What follows belongs to an exercise in optimizing a design on an open flow for small area and a short achievable clock period; a production flow would make more cautious choices. Only simulation tests tie the RTL to the original design; equivalence was not proved. Power is estimated from default activity; no workload was simulated.

## lc8b10b_slot
module lc8b10b_slot (
    input  wire         clk,
    input  wire         rst,         
    input  wire         in_valid,
    input  wire         in_entry,    
    input  wire [159:0] in_sym,
    output wire         out_valid,
    output reg  [159:0] out_sym,     
    output reg  [127:0] out_data,    
    output reg  [15:0]  out_k,       
    output reg  [15:0]  out_err      
);
export LEC_CHECK = 0
export CAP_MARGIN = 20
export CORE_MARGIN = 2
export CORE_UTILIZATION = 40
export CTS_BUF_LIST = sky130_fd_sc_hd__clkbuf_8
export CTS_CLUSTER_SIZE = 20
export SLEW_MARGIN = 20
create_clock -name core_clock -period 175.0 [get_ports {clk}]
standard.sh (not shown) runs the stock make flow with config.mk's settings and CLKGATE_MAP_FILE= SYNTH_SCRIPT=/design/flow/synth_recipe.tcl, a recipe that flattens the netlist after the stock synthesis.
==> flow/flow/run.sh <==
#!/bin/bash
# The standard layout (standard.sh), with four changes to how it is made:
# - synthesis maps with ABC's &nf mapper (flow/abc_map.script) instead of
#   ORFS's script, through flow/synth.tcl, which is synth_recipe.tcl with only
#   the ABC script swapped;
# - no full/half-adder extraction before ABC (ADDER_MAP_FILE empty);
# - ports are buffered with sky130_fd_sc_hd__buf_1;
# - ORFS's timing repair aims for 136 ns of setup slack (SETUP_SLACK_MARGIN)
#   instead of 0, so it sizes the slowest paths of this design up. The clock,
#   its period and all constraints are the standard flow's own, unchanged.
# Each tool's output goes to the ORFS logs under orfs/logs; make's own output
# to flow_make.log here.
set -euo pipefail
W=$(pwd)
export FLOW_ABC_SCRIPT=$W/flow/abc_map.script
bash standard.sh "SYNTH_SCRIPT=$W/flow/synth.tcl" "ADDER_MAP_FILE=" \
  "BUFFER_PORTS_ARGS=-buffer_cell sky130_fd_sc_hd__buf_1" SETUP_SLACK_MARGIN=136 finish > flow_make.log 2>&1
test -s out/final.def
==> flow/flow/abc_map.script <==
strash; &get -n; &nf -R 1000; &put; topo; stime -c
==> flow/flow/synth.tcl <==
# The standard flow's synthesis script (synth_recipe.tcl) with ABC's mapping script replaced
# by the one named in FLOW_ABC_SCRIPT.
proc synth {args} { yosys synth -nofsm -noshare {*}$args }
proc abc {args} {
  set i [lsearch -exact $args -script]
  if { $i >= 0 } { lset args [expr {$i + 1}] $::env(FLOW_ABC_SCRIPT) }
  yosys abc {*}$args
}
source $::env(SCRIPTS_DIR)/synth.tcl
# left out here: clear keep_hierarchy, flatten, clean up, hide names made inside functions, write 1_2_yosys.v
==> next run, changes <==
==> flow/flow/run.sh (replaced) <==
#!/bin/bash
# The standard layout (standard.sh), with three changes to how it is made:
# - synthesis maps with ABC's dc2 then &nf mapper (flow/abc_map.script) instead of
#   ORFS's script, through flow/synth.tcl, which is synth_recipe.tcl with only
#   the ABC script swapped;
# - no full/half-adder extraction before ABC (ADDER_MAP_FILE empty);
# - ports are buffered with sky130_fd_sc_hd__buf_1.
# Each tool's output goes to the ORFS logs under orfs/logs; make's own output
# to flow_make.log here.
set -euo pipefail
W=$(pwd)
export FLOW_ABC_SCRIPT=$W/flow/abc_map.script
bash standard.sh "SYNTH_SCRIPT=$W/flow/synth.tcl" "ADDER_MAP_FILE=" \
  "BUFFER_PORTS_ARGS=-buffer_cell sky130_fd_sc_hd__buf_1" finish > flow_make.log 2>&1
test -s out/final.def
==> flow/flow/abc_map.script (replaced) <==
strash; dc2; &get -n; &nf -R 1000; &put; topo; stime -c
CTS_BUF_LIST = sky130_fd_sc_hd__clkbuf_4   (was sky130_fd_sc_hd__clkbuf_8)
What happened: The new run completed without violations. Maximum frequency is lower by 4.7%. Sequential power barely changes. Hold slack loses 0.029 ns.
==> next run, changes <==
==> flow/flow/run.sh (replaced) <==
#!/bin/bash
# The standard layout (standard.sh), with four changes to how it is made:
# - synthesis maps with ABC's &nf mapper (flow/abc_map.script) instead of
#   ORFS's script, through flow/synth.tcl, which is synth_recipe.tcl with only
#   the ABC script swapped;
# - no full/half-adder extraction before ABC (ADDER_MAP_FILE empty);
# - ports are buffered with sky130_fd_sc_hd__buf_1;
# - ORFS's timing repair aims for 136.3 ns of setup slack (SETUP_SLACK_MARGIN)
#   instead of 0, so it sizes the slowest paths of this design up. The clock,
#   its period and all constraints are the standard flow's own, unchanged.
# Each tool's output goes to the ORFS logs under orfs/logs; make's own output
# to flow_make.log here.
set -euo pipefail
W=$(pwd)
export FLOW_ABC_SCRIPT=$W/flow/abc_map.script
bash standard.sh "SYNTH_SCRIPT=$W/flow/synth.tcl" "ADDER_MAP_FILE=" \
  "BUFFER_PORTS_ARGS=-buffer_cell sky130_fd_sc_hd__buf_1" SETUP_SLACK_MARGIN=136.3 finish > flow_make.log 2>&1
test -s out/final.def
==> flow/flow/abc_map.script (replaced) <==
strash; &get -n; &nf -R 1000; &put; topo; stime -c
First-iteration DRC count came out higher by 8.1%.
Total power goes up by 4.2%.
Global-route usage rises by 0.99 points.
Clock-buffer cell count is lower by 9.
Cell area came out higher by 2.7%.
Cell count climbs by 1.7%.

========
== build 34 ==
lc8b10b_slot again, from the RTL that the note above started with.
Settings: LEC_CHECK=0, CAP_MARGIN=20, CORE_MARGIN=2, CORE_UTILIZATION=40, CTS_BUF_LIST=sky130_fd_sc_hd__clkbuf_4, CTS_CLUSTER_SIZE=20, SLEW_MARGIN=20, TNS_END_PERCENT=0; clock period 175.0 ns.
==> flow/flow/run.sh <==
#!/bin/bash
# The standard layout (standard.sh), with four changes to how it is made:
# - synthesis maps with ABC's &nf mapper (flow/abc_map.script) instead of
#   ORFS's script, through flow/synth.tcl, which is synth_recipe.tcl with only
#   the ABC script swapped;
# - no full/half-adder extraction before ABC (ADDER_MAP_FILE empty);
# - ports are buffered with sky130_fd_sc_hd__buf_1;
# - ORFS's timing repair aims for 136.8 ns of setup slack (SETUP_SLACK_MARGIN)
#   instead of 0, so it sizes the slowest paths of this design up. The clock,
#   its period and all constraints are the standard flow's own, unchanged.
# Each tool's output goes to the ORFS logs under orfs/logs; make's own output
# to flow_make.log here.
set -euo pipefail
W=$(pwd)
export FLOW_ABC_SCRIPT=$W/flow/abc_map.script
bash standard.sh "SYNTH_SCRIPT=$W/flow/synth.tcl" "ADDER_MAP_FILE=" \
  "BUFFER_PORTS_ARGS=-buffer_cell sky130_fd_sc_hd__buf_1" SETUP_SLACK_MARGIN=136.8 finish > flow_make.log 2>&1
test -s out/final.def
==> flow/flow/abc_map.script <==
strash; &get -n; &nf -R 1000; &put; topo; stime -c
Scripts as last shown in full above: flow/flow/synth.tcl
Build 34: flow completed, timing, DRC and antenna clean
[inputs] build 2 vs build 34
Settings: a change of TNS_END_PERCENT from 0 to 20; an added PLACE_DENSITY of 0.85.
--- a/flow/flow/run.sh
+++ b/flow/flow/run.sh
@@ -6,5 +6,5 @@
 # - no full/half-adder extraction before ABC (ADDER_MAP_FILE empty);
 # - ports are buffered with sky130_fd_sc_hd__buf_1;
-# - ORFS's timing repair aims for 136.8 ns of setup slack (SETUP_SLACK_MARGIN)
+# - ORFS's timing repair aims for 136.3 ns of setup slack (SETUP_SLACK_MARGIN)
 #   instead of 0, so it sizes the slowest paths of this design up. The clock,
 #   its period and all constraints are the standard flow's own, unchanged.
@@ -15,4 +15,4 @@
 export FLOW_ABC_SCRIPT=$W/flow/abc_map.script
 bash standard.sh "SYNTH_SCRIPT=$W/flow/synth.tcl" "ADDER_MAP_FILE=" \
-  "BUFFER_PORTS_ARGS=-buffer_cell sky130_fd_sc_hd__buf_1" SETUP_SLACK_MARGIN=136.8 finish > flow_make.log 2>&1
+  "BUFFER_PORTS_ARGS=-buffer_cell sky130_fd_sc_hd__buf_1" SETUP_SLACK_MARGIN=136.3 finish > flow_make.log 2>&1
 test -s out/final.def
### Flow results
Of build 34 and build 2, the higher count of buffers not belonging to the clock network in the layout belongs to build 34. Fraction of registers with async set or reset after synthesis: build 34 vs build 2 identical. Clock-buffer cell count in build 2 is 5 below build 34. Taking build 34 as the reference point, the share of total power consumed by net switching of build 2 rises by 1.3 points. Compared with build 34, build 2 shows worst supply voltage drop on vdd that has gone down by a few percent. Between build 34 and build 2, the difference in area fraction in and, or, nand and nor cells after synthesis is negligible. Between build 34 and build 2, the setup slack is lower for build 2. Delay contributed by the slowest stage of the critical path for build 2: 60 ps up relative to build 34. Logic depth of the worst path, buffers included, build 34 and build 2: smaller value in build 2.
Input-level comparison between build 83 and build 2:
Settings: CTS_CLUSTER_SIZE: 20 -> 30; TNS_END_PERCENT: 20 -> unset; CTS_BUF_LIST: sky130_fd_sc_hd__clkbuf_4 -> sky130_fd_sc_hd__clkbuf_4 sky130_fd_sc_hd__clkbuf_8 sky130_fd_sc_hd__clkbuf_16; PLACE_DENSITY: 0.85 -> unset.
Results
Between build 2 and build 83, the flow reports design area increasing slightly.
Comparing build 83 with build 2, the final cycle utilization of the critical path came out essentially unchanged.
Total chip power is lower on build 2
Run comparison: build 83 end point of the critical path out_sym[116]; build 2 end point of the critical path out_sym[95]
The run with more setup slack is build 83; build 2 has less.
### build 83 -> build 87
Settings: TNS_END_PERCENT newly set to 0; CTS_BUF_LIST changed from sky130_fd_sc_hd__clkbuf_4 sky130_fd_sc_hd__clkbuf_8 sky130_fd_sc_hd__clkbuf_16 to sky130_fd_sc_hd__clkbuf_4; CTS_CLUSTER_SIZE changed from 30 to 20.
Results
The higher part of the total power dissipated in combinational logic of build 87 and build 83 is in build 87. Build 87 — number of global-route vias before repair about 1.1% higher, build 83 as reference. Build 83 completed end to end with timing, DRC and antenna clean. Build 87 ran to completion and came out clean on the timing, design-rule and antenna checks. Relative to build 83, part of the total power dissipated in sequential elements has gone up in build 87. Layout buffering overhead excluding clock cells of build 83 is on par with build 87. Across both runs, footprint of the multi-input gates was lower for build 87 than for build 83. Of build 87 and build 83, build 83 shows the higher area growth from synthesis to layout, with build 87 below it. Build 87 reports a higher depth of the CTS H-tree than build 83 does. The overall routed net length on build 83 is in line with that on build 87. Count of clock-buffer cells in the layout came out higher on build 87 than on build 83. Build 87 vs build 83 — data arrival at the endpoint of the critical path rose 290 ps.
The following lists how build 68 was set up differently from build 87:
--- a/flow/flow/run.sh
+++ b/flow/flow/run.sh
@@ -6,5 +6,5 @@
 # - no full/half-adder extraction before ABC (ADDER_MAP_FILE empty);
 # - ports are buffered with sky130_fd_sc_hd__buf_1;
-# - ORFS's timing repair aims for 136.3 ns of setup slack (SETUP_SLACK_MARGIN)
+# - ORFS's timing repair aims for 137 ns of setup slack (SETUP_SLACK_MARGIN)
 #   instead of 0, so it sizes the slowest paths of this design up. The clock,
 #   its period and all constraints are the standard flow's own, unchanged.
@@ -15,4 +15,4 @@
 export FLOW_ABC_SCRIPT=$W/flow/abc_map.script
 bash standard.sh "SYNTH_SCRIPT=$W/flow/synth.tcl" "ADDER_MAP_FILE=" \
-  "BUFFER_PORTS_ARGS=-buffer_cell sky130_fd_sc_hd__buf_1" SETUP_SLACK_MARGIN=136.3 finish > flow_make.log 2>&1
+  "BUFFER_PORTS_ARGS=-buffer_cell sky130_fd_sc_hd__buf_1" SETUP_SLACK_MARGIN=137 finish > flow_make.log 2>&1
 test -s out/final.def
Results
Of build 68 and build 87, build 87 shows the lower top achievable clock speed, with build 68 above it.
Compare build 68 and build 87 | worst hold slack lower: build 87
Taking build 87 as the reference, in build 68 power density relative to cell area now larger, wire length now smaller, via count now smaller.

-- re-timing with driven ports --
No port has a modelled driver above. Below, the same layouts with a new extraction and two added sets of constraints. Step 1 sets driving cells, clkbuf_16 on the clock port and buf_2 on the other inputs (assumed; they add their load-dependent delay and slew). Step 2 also shifts input and output timing later by t, the mid clock arrival at the registers, as if the neighbouring blocks saw the same clock. Slacks: ideal ports / drivers / drivers and shift; pairs: ideal ports / drivers.
run	t (ns)	setup slack, ns	hold WS [ns]	latest minus earliest clock arrival (ns)
the first run of note 1	0.647	136.404 / 136.357 / 135.789	0.511 / 0.511 / 0.511	0.035 / 0.036
the second run of note 1	0.783	134.510 / 134.456 / 135.239	0.482 / 0.482 / 0.482	0.050 / 0.050
the third run of note 1	0.819	136.549 / 136.496 / 135.794	0.509 / 0.509 / 0.509	0.072 / 0.072
build 34	0.824	136.805 / 136.757 / 136.156	0.516 / 0.516 / 0.516	0.049 / 0.049
build 2	0.803	136.475 / 136.434 / 135.878	0.521 / 0.521 / 0.521	0.060 / 0.061
build 83	0.601	136.522 / 136.468 / 136.076	0.510 / 0.510 / 0.510	0.014 / 0.015
build 87	0.842	136.226 / 136.173 / 135.727	0.511 / 0.511 / 0.511	0.063 / 0.062
build 68	0.851	136.803 / 136.751 / 136.119	0.536 / 0.536 / 0.536	0.078 / 0.078
After both steps setup and hold are still met in every run listed. For the third run of note 1, which loses most, drivers alone change the setup slack by -0.053 ns; drivers and shift together by -0.755 ns.
